This design comes from an exercise in tuning for small area on the open sky130 flow, not from production work. Function was checked by simulation only, so behaviour that the tests miss may differ from the original.

==> flow/design.v, too long to show whole: its modules and the start of the top module <==
// module mxfp4_block_dot: 844 lines
module mxfp4_block_dot (
    input  wire         clk,
    input  wire         rst,
    input  wire         in_valid,
    input  wire         in_first,
    input  wire         in_last,
    input  wire [127:0] in_a,       
    input  wire [127:0] in_b,
    input  wire [7:0]   in_sa,      
    input  wire [7:0]   in_sb,      
    output reg          out_valid,
    output wire [31:0]  out_d
);
  // ...
==> flow/run.sh <==
#!/bin/bash
# synth_recipe.tcl (not shown) runs the flow's synth.tcl, then flattens the netlist and writes it again
# the make line also repeats each setting of config.mk as NAME=value (left out here)
make -C /OpenROAD-flow-scripts/flow DESIGN_CONFIG=/design/flow/config.mk WORK_HOME=/design/flow/orfs CLKGATE_MAP_FILE= SYNTH_SCRIPT=/design/flow/synth_recipe.tcl finish
==> flow/config.mk <==
export PLATFORM = sky130hd
export DESIGN_NAME = mxfp4_block_dot
export DESIGN_NICKNAME = mxfp4_block_dot
export VERILOG_FILES = /design/flow/design.v
export SDC_FILE = /design/flow/constraint.sdc
export NUM_CORES = 4
export LEC_CHECK = 0
export ABC_AREA = 1
export CAP_MARGIN = 10
export CORE_MARGIN = 2
export CORE_UTILIZATION = 55
export SLEW_MARGIN = 10
==> flow/constraint.sdc <==
create_clock -name core_clock -period 35.0 [get_ports {clk}]
set_input_delay 7.0000 -clock core_clock [delete_from_list [all_inputs] [get_ports {clk}]]
set_output_delay 7.0000 -clock core_clock [all_outputs]
set_load 0.01 [all_outputs]
==> out/qor.yml, run 1 <==
fin_skew_ps: 7.52
grt_busiest_layer: "met2"
regMostFlops: "acc"
r2r_slack_ps: 6180
fillers: 4424
clk_pin_slew_ps: 60
outcome: "finished clean"
grt_antenna_before_repair: 2
via_per_inst: 5.30
finalWorstSetupSlack_ps: 6180
placedCellCount: 4844
drive_above_1_share_pct: 2.28
wire_per_inst_um: 16.0
via_count: 25700
overflow: 0
ys_seq_area_share_pct: 5.90
use_met1_pct: 46.6
hpwl_um: 68100
grt_pass1_vias: 24100
grt_max_degree: 68
multi_input_area_share_pct: 69.5
remaining_drc_errors: 0
dr.pass1.iters: 5
async_flop_share_pct: 0
sh_seq_area_pct: 5.10
utilization_pct: 64.6
end_kind: "flop"
slowest_stage: "nand3_1"
dr_wl_met2_um: 33800
crit_required_ps: 35090
ff_latch_area_um2: 1540
grtUsageMet3_pct: 4.19
crit_top_cell: "ha_1"
==> inputs of run 2 (changes only) <==
==> flow/flow/run.sh (new file) <==
#!/bin/bash
# Own layout flow: the standard layout (standard.sh, ORFS), with two changes:
#  - synthesis skips Yosys's generic "abc -fast" pre-mapping inside synth
#    (SYNTH_ARGS=-noabc), so extract_fa sees the design's full adders as
#    written; technology mapping is still the flow's own ABC run;
#  - port buffers are the smallest buffer cell (sky130_fd_sc_hd__buf_1)
#    instead of the one buffer_ports picks by default.
# Everything else (floorplan, power grid, taps, placement, CTS, routing) is
# the standard flow. Each step's full log is under orfs/logs/; make's own
# output goes to flow.log.
set -euo pipefail
bash standard.sh "SYNTH_ARGS=-noabc" \
    "BUFFER_PORTS_ARGS=-buffer_cell sky130_fd_sc_hd__buf_1" finish > flow.log 2>&1
==> flow/standard.sh (new file) <==
#!/bin/bash
# synth_recipe.tcl (not shown) runs the flow's synth.tcl, then flattens the netlist and writes it again
# the make line also repeats each setting of config.mk as NAME=value (left out here)
make -C /OpenROAD-flow-scripts/flow DESIGN_CONFIG=/design/flow/config.mk WORK_HOME=/design/flow/orfs CLKGATE_MAP_FILE= SYNTH_SCRIPT=/design/flow/synth_recipe.tcl "${@:-finish}"
removed: flow/run.sh
==> out/qor.yml, run 2 <==
outcome: "finished clean"
largest_reg_flops: 32
drt_iter0_drc: 2315
synth_most_common_cell: "nand2_1"
crit_path_max_incr_delay_ps: 660
grt_pass1_wl_um: 137000
synth_ff_type: "edfxtp_1"
setup_viol: 0
numPortBuffers: 309
antenna_left: 0
globalplace.congestion: 1.00
cp_top_family: "adder cells"
root_buffer: "clkbuf_16"
yosysTopAreaCell: "fa_1"
finalWorstSetupSlack_ps: 3620  # -2560 ps
cts_resized: 0
maxSlewViolCount: 0
end_kind: "flop"
critical_path.max_fanout: 75
syn_inst: 3680
layout_commonest_cell: "nand2_1"
drive_above_1_share_pct: 1.99  # -0.29 points
fin_setup_tns_ps: 0
regMostFlops: "acc"
top_regs: "acc: 32 flops, MBf: 12 flops, tb: 10 flops"
worst_slew_pin_slew_ps: 1190
avgSynthCellArea_um2: 6.85
cts_buffers: 9
dr.pass1.iters: 8  # +3
syn_to_final_growth_pct: 8.31
min_period_over_period_pct: 89.6
cts.sinks: 61
fin_skew_ps: 10.5  # +2.96 ps
grt_antenna_before_repair: 0  # -2
critPathLaunch: "s1_first"
wire_per_inst_um: 19.1  # +20%
io_pins: 310
fmaxAchievable_mhz: 31.9
start_kind: "flop"
grt_pass1_vias: 26000  # +8.0%
crit_top_cell: "nand2_1"
remaining_drc_errors: 0  # unchanged
crit_required_ps: 35090  # about the same
worstSkewPairLatency_ps: 340
slowest_stage: "nand3_1"
min_period_ps: 31380
cts_tree: "yes"
ys_warn_count: 1
final_cell_mix: "nand2_1, inv_1, nor2_1"
coreArea_um2: 45300
worstSetupPathType: "flop to flop"
async_flop_share_pct: 0  # unchanged
reg2reg_from: "s1_first"
drt-total-wl_um: 87500
overflow: 0  # unchanged
nNetsFinal: 4672
grt_max_degree: 76  # +12%
grt.total_usage_pct: 36.9
hpwl_um: 76600  # +13%
htreeDepth: 3
start_util_pct: 55.6
die_x_um: 218
synth_seq_cells: 61
synth_area_um2: 25200
synth.top_cell.area_share_pct: 25.8
hold_slack_ps: 424
synth_nets: 4390
synth-edff-count: 32
via_per_inst: 5.67  # +7.0%
die-area_um2: 47500
fillers: 4293  # -3.0%
std_cell_rows: 78
synthDistinctLibCells: 59
synthTopCellsByCount: "nand2_1, inv_1, nor2_1, fa_1, xor2_1"
arrival_ps: 31470
ys_seq_area_share_pct: 6.12  # +0.22 points
relSlewSlack_pct: 20.5
clock_path_buffers: 2
finalHoldViolCount: 0
clk_pin_slew_ps: 60  # about the same
via_count: 25900  # +0.61%
rsz0062_at_grt: "no"
postCtsSetupBuffers: 0
maxCapViolations: 0
hold_start: "s1_last"
cp_num_buf_inv: 11
yosys-top-cells-area: "fa_1, nand2_1, xor2_1"
fp.dieH_um: 218
min_path_type: "flop to flop"
pre_cts_slack_ps: 3980
cts_hold_buf: 0
## run 2: changes by cell type in the layout (fill, tap and decap cells not counted), moves of 10 or more
cell,before,now
o22a_1,0,13
o21ai_0,306,279
nand3_1,122,133
nor3_1,22,8
o2111ai_1,28,18
buf_1,0,309
xor2_1,257,295
a22oi_1,12,28
xnor2_1,120,86
inv_1,852,574
o21ai_1,40,28
clkdlybuf4s50_1,309,0
## run 2: area by class of cell
class / instances / area, um^2 / share of cell area [%]
clock buffers: 10 / 229 / 0.839
flip-flops and latches: 61 / 1540 / 5.65
repair buffers: 338 / 1380 / 5.05
inverters: 583 / 2190 / 8.03
well taps: 600 / 751 / 2.75
clock inverters: 6 / 77.6 / 0.284
diodes: 2 / 5.00 / 0.0183
multi-input cells: 2969 / 21100 / 77.4
## run 2: metal layers
metal / track usage (%) / routed length (um)
met1: 41.5 / 32800
met5: 0 / 0
met2: 68.0 / 44600
met4: 21.9 / 6080
met3: 2.80 / 3960
## run 2: through the flow
step                area, um^2  util [%]  cells
finish                   27300      60.3   4569
global route             27300      60.3   4567
CTS                      27300      60.3   4567
detailed placement       27000      59.6   4551
global placement         27000      59.6   4551
floorplan                25200         -   3680
## run 2: kinds of logic after synthesis
kind of cell               count (synthesis)  share of synthesized area (%)
AOI/OAI and AO/OA                        608                           14.5
buffers and inverters                    650                           10.1
DFF                                       61                           6.12
xor gates and xnor gates                 384                           13.4
muxes                                     12                          0.477
and+or+nand+nor                         1532                           24.3
adders and majority gates                433                           31.2
## run 2: path summary, 6_finish.rpt
kind              slack [ps]  depth (start not counted)         to
hold / removal           420                          2  out_valid
setup reg to reg        3620                        153    acc[22]
hold reg to reg          420                          2  out_valid
setup / recovery        3620                        153    acc[22]
## run 2: tightest hold or removal path: cells and delay by family (launching register included)
kind / cells / cell delay, ps
DFF: 1 / 300
and+or+nand+nor: 2 / 90
==> inputs of run 3 (changes only) <==
==> flow/flow/run.sh (replaced) <==
#!/bin/bash
# Own layout flow: the standard layout (standard.sh, ORFS), with three
# changes:
#  - synthesis skips Yosys's generic "abc -fast" pre-mapping inside synth
#    (SYNTH_ARGS=-noabc), so extract_fa sees the design's full adders as
#    written;
#  - ABC's technology mapping runs flow/area.abc (&dch + &nf with area
#    recovery) instead of abc_area.script; flow/my_synth.tcl is the standard flow's
#    synth_recipe.tcl with only that change;
#  - port buffers are the smallest buffer cell (sky130_fd_sc_hd__buf_1)
#    instead of the one buffer_ports picks by default.
# Everything else (floorplan, power grid, taps, placement, CTS, routing) is
# the standard flow. Each step's full log is under orfs/logs/; make's own
# output goes to flow.log.
set -euo pipefail
here=$(pwd)
bash standard.sh "SYNTH_SCRIPT=$here/flow/my_synth.tcl" "SYNTH_ARGS=-noabc" \
    "BUFFER_PORTS_ARGS=-buffer_cell sky130_fd_sc_hd__buf_1" finish > flow.log 2>&1
==> flow/flow/area.abc (new file) <==
strash
&get -n
&dch
&nf -R 1000
&put
topo
==> flow/flow/my_synth.tcl (new file) <==
# The standard flow's synthesis script (synth_recipe.tcl, in the work folder) unchanged,
# except that ABC's technology mapping runs flow/area.abc in place of the
# flow's abc_area.script.
set my_flow_dir [file dirname [file normalize [info script]]]
set my_abc_script [file join $my_flow_dir area.abc]
proc abc {args} {
  set i [lsearch -exact $args -script]
  if { $i >= 0 } {
    lset args [expr { $i + 1 }] $::my_abc_script
  }
  yosys abc {*}$args
}
source [file join [file dirname $my_flow_dir] synth_recipe.tcl]
==> out/qor.yml, run 3 <==
postCtsSetupBuffers: 0  # unchanged
critical_path.endpoint: "acc[28]"
fmaxAchievable_mhz: 30.6  # -4.0%
maxSlewViolCount: 0  # unchanged
maxCapViolations: 0  # unchanged
cts_buffers: 9  # unchanged
numPortBuffers: 309  # unchanged
fp.dieH_um: 211  # -3.4%
die-area_um2: 44400  # -6.7%
synth_nets: 3614  # -18%
synthDistinctLibCells: 49  # -17%
reg2reg_from: "s1_first"
coreArea_um2: 42000  # -7.2%
nNetsFinal: 3978  # -15%
worstSetupPathType: "flop to flop"
critPathLaunch: "s1_first"
remaining_drc_errors: 0  # unchanged
cts_resized: 0  # unchanged
layout_commonest_cell: "nand2_1"
r2r_slack_ps: 2320  # -1300 ps
fin_skew_ps: 11.9  # +1.45 ps
synthTopCellsByCount: "nand2_1, fa_1, nor2_1, o21ai_0, xor2_1"
crit_path_max_incr_delay_ps: 870  # +210 ps
synth_top_family_by_area: "adder cells"
multiInputGateArea_um2: 21700  # +2.7%
grt_antenna_before_repair: 6  # +6
clk_pin_slew_ps: 60  # about the same
final_cell_mix: "nand2_1, fa_1, buf_1"
finalHoldViolCount: 0  # unchanged
die_x_um: 211  # -3.4%
dr.pass1.iters: 6  # -2
crit_top_cell: "ha_1"
hpwl_um: 70200  # -8.4%
min_period_ps: 32680  # +1300 ps
drt_iter0_drc: 2152  # -7.0%
avgSynthCellArea_um2: 8.09  # +18%
fillers: 3801  # -11%
end_kind: "flop"
synth_compound_area_share_pct: 18.8  # +4.4 points
timing.rr.end: "acc[28]"
critical_path.max_fanout: 49  # -35%
yosysTopAreaCell: "fa_1"
htreeDepth: 3  # unchanged
via_per_inst: 6.19  # +9.2%
async_flop_share_pct: 0  # unchanged
cts_tree: "yes"
syn_to_final_growth_pct: 10.8
grt_max_degree: 50  # -34%
synth_seq_cells: 61  # unchanged
synth_fa_ha_area_share_pct: 33.5  # +2.3 points
ys_warn_count: 1  # unchanged
ff_latch_area_um2: 1540  # unchanged
via_count: 23600  # -8.8%
overflow: 0  # unchanged
wire_per_inst_um: 21.1  # +10%
drive_above_1_share_pct: 2.23  # +0.24 points
slowest_stage: "ha_2"
relSlewSlack_pct: 21.4  # +0.89 points
clock_path_buffers: 2  # unchanged
synth_mux_area_share_pct: 3.57  # +3.1 points
top_regs: "acc: 32 flops, MBf: 12 flops, tb: 10 flops"
grt_pass1_wl_um: 123000  # -9.9%
synth.top_cell.area_share_pct: 27.7  # +1.9 points
worstSkewPairLatency_ps: 350  # about the same
ys_seq_area_share_pct: 6.56  # +0.45 points
rsz0062_at_grt: "no"
grt.total_usage_pct: 36.0  # -0.86 points
min_period_over_period_pct: 93.4  # +3.7 points
std_cell_rows: 75  # -3.8%
worst_slew_pin_slew_ps: 1170  # -21.7 ps
largest_reg_flops: 32  # unchanged
synth_area_um2: 23500  # -6.8%
synth_most_common_cell: "nand2_1"
synth-xor-area-share_pct: 15.8  # +2.4 points
setup_viol: 0  # unchanged
drt-total-wl_um: 80400  # -8.1%
root_buffer: "clkbuf_16"
crit_required_ps: 35090  # about the same
cts.sinks: 61  # unchanged
yosys-top-cells-area: "fa_1, xor2_1, xnor2_1"
antenna_left: 0  # unchanged
synth_ff_type: "edfxtp_1"
regMostFlops: "acc"
yosys.area_share.simple_pct: 20.3  # -3.9 points
syn_inst: 2904  # -21%
synth-edff-count: 32  # unchanged
start_kind: "flop"
start_util_pct: 55.9  # +0.22 points
min_path_type: "flop to flop"
arrival_ps: 32770  # +1300 ps
globalplace.congestion: 1.07  # +6.5%
grt_pass1_vias: 22400  # -14%
min_delay_path_depth: 2  # unchanged
fin_setup_tns_ps: 0  # unchanged
outcome: "finished clean"
r2r_cells: 128  # -16%
io_pins: 310  # unchanged
cts_hold_buf: 0  # unchanged
-- run 3: through the flow --
stage	setup slack (ps)	utilization [%]	hold WS, ps	std cells	area [um^2]
floorplan	202	-	404	2904	23500
global placement	3210	61.2	411	3796	25700
detailed placement	2390	61.2	418	3796	25700
CTS	2340	61.8	417	3812	26000
global route	256	61.9	449	3815	26000
finish	2320	61.9	415	3816	26000
-- run 3: layout make-up --
type | instances | area share [%]
Clock inverter | 7 | 0.164
Tap cell | 539 | 2.59
Timing Repair Buffer | 353 | 5.73
Inverter | 90 | 1.31
Clock buffer | 9 | 0.866
Multi-Input combinational cell | 2753 | 83.4
Sequential cell | 61 | 5.93
Antenna cell | 4 | 0.0385
-- run 3: layer usage --
layer	global-route usage (%)	wire length [um]	vias to the layer above	part of all wire (%)
met5	0	26	-	0.032
met4	14.9	3740	4	4.6
met3	5.87	6580	170	8.2
met2	57.6	36500	1106	45
met1	48.8	33500	11300	42
li1	-	-	11100	-
-- run 3: logic make-up after synthesis --
| kind of cell | count (synthesis) |
|---|---|
| adders and majority gates | 433 |
| xor gates and xnor gates | 424 |
| AOI/OAI and AO/OA | 732 |
| DFF | 61 |
| and+or+nand+nor | 1083 |
| muxes | 81 |
| buffers and inverters | 90 |
-- run 3: critical path: cells and delay by family (launching register included) --
family	cells	cell delay, ps
compound gates	27	4070
xor+xnor	2	530
fa+ha+maj	72	21020
buf+inv	8	1960
flops	1	390
mux	3	800
simple gates	16	3590
-- run 3: worst min-delay path by stage --
stage | end | slack, ps | start
2_1_floorplan | out_valid | 400 | s1_last
3_3_place_gp | out_valid | 410 | s1_last
3_5_place_dp | out_valid | 420 | s1_last
4_1_cts | out_valid | 420 | s1_last
5_1_grt | out_valid | 450 | s1_last
6_report | out_valid | 410 | s1_last

## what the ideal ports hide
The flow's constraints put no driver on any port. The routed layouts listed below were extracted and timed again, unchanged, in two steps. Step 1 sets driving cells, clkbuf_16 on the clock port and buf_2 on the other inputs (assumed; they add their load-dependent delay and slew). Step 2 times the ports against the registers' clock, not the clock port: input delays grow and output delays shrink by t, the midpoint of the rising clock arrivals with the driver on. a / b / c = no drivers / after step 1 / after step 2; a / b = the first two.
| run | t, ns | setup WS [ns] | hold slack, ns | worst data-port slew with drivers (ns) | cell pins on the clock port's net |
|---|---|---|---|---|---|
| run 1 | 0.381 | 6.182 / 6.182 / 6.182 | 0.426 / 0.426 / 0.426 | 0.08 | 1 |
| run 2 | 0.377 | 3.623 / 3.623 / 3.623 | 0.424 / 0.424 / 0.424 | 0.13 | 1 |
| run 3 | 0.392 | 2.320 / 2.320 / 2.320 | 0.415 / 0.415 / 0.415 | 0.11 | 1 |
After both steps setup and hold are still met in every run listed.
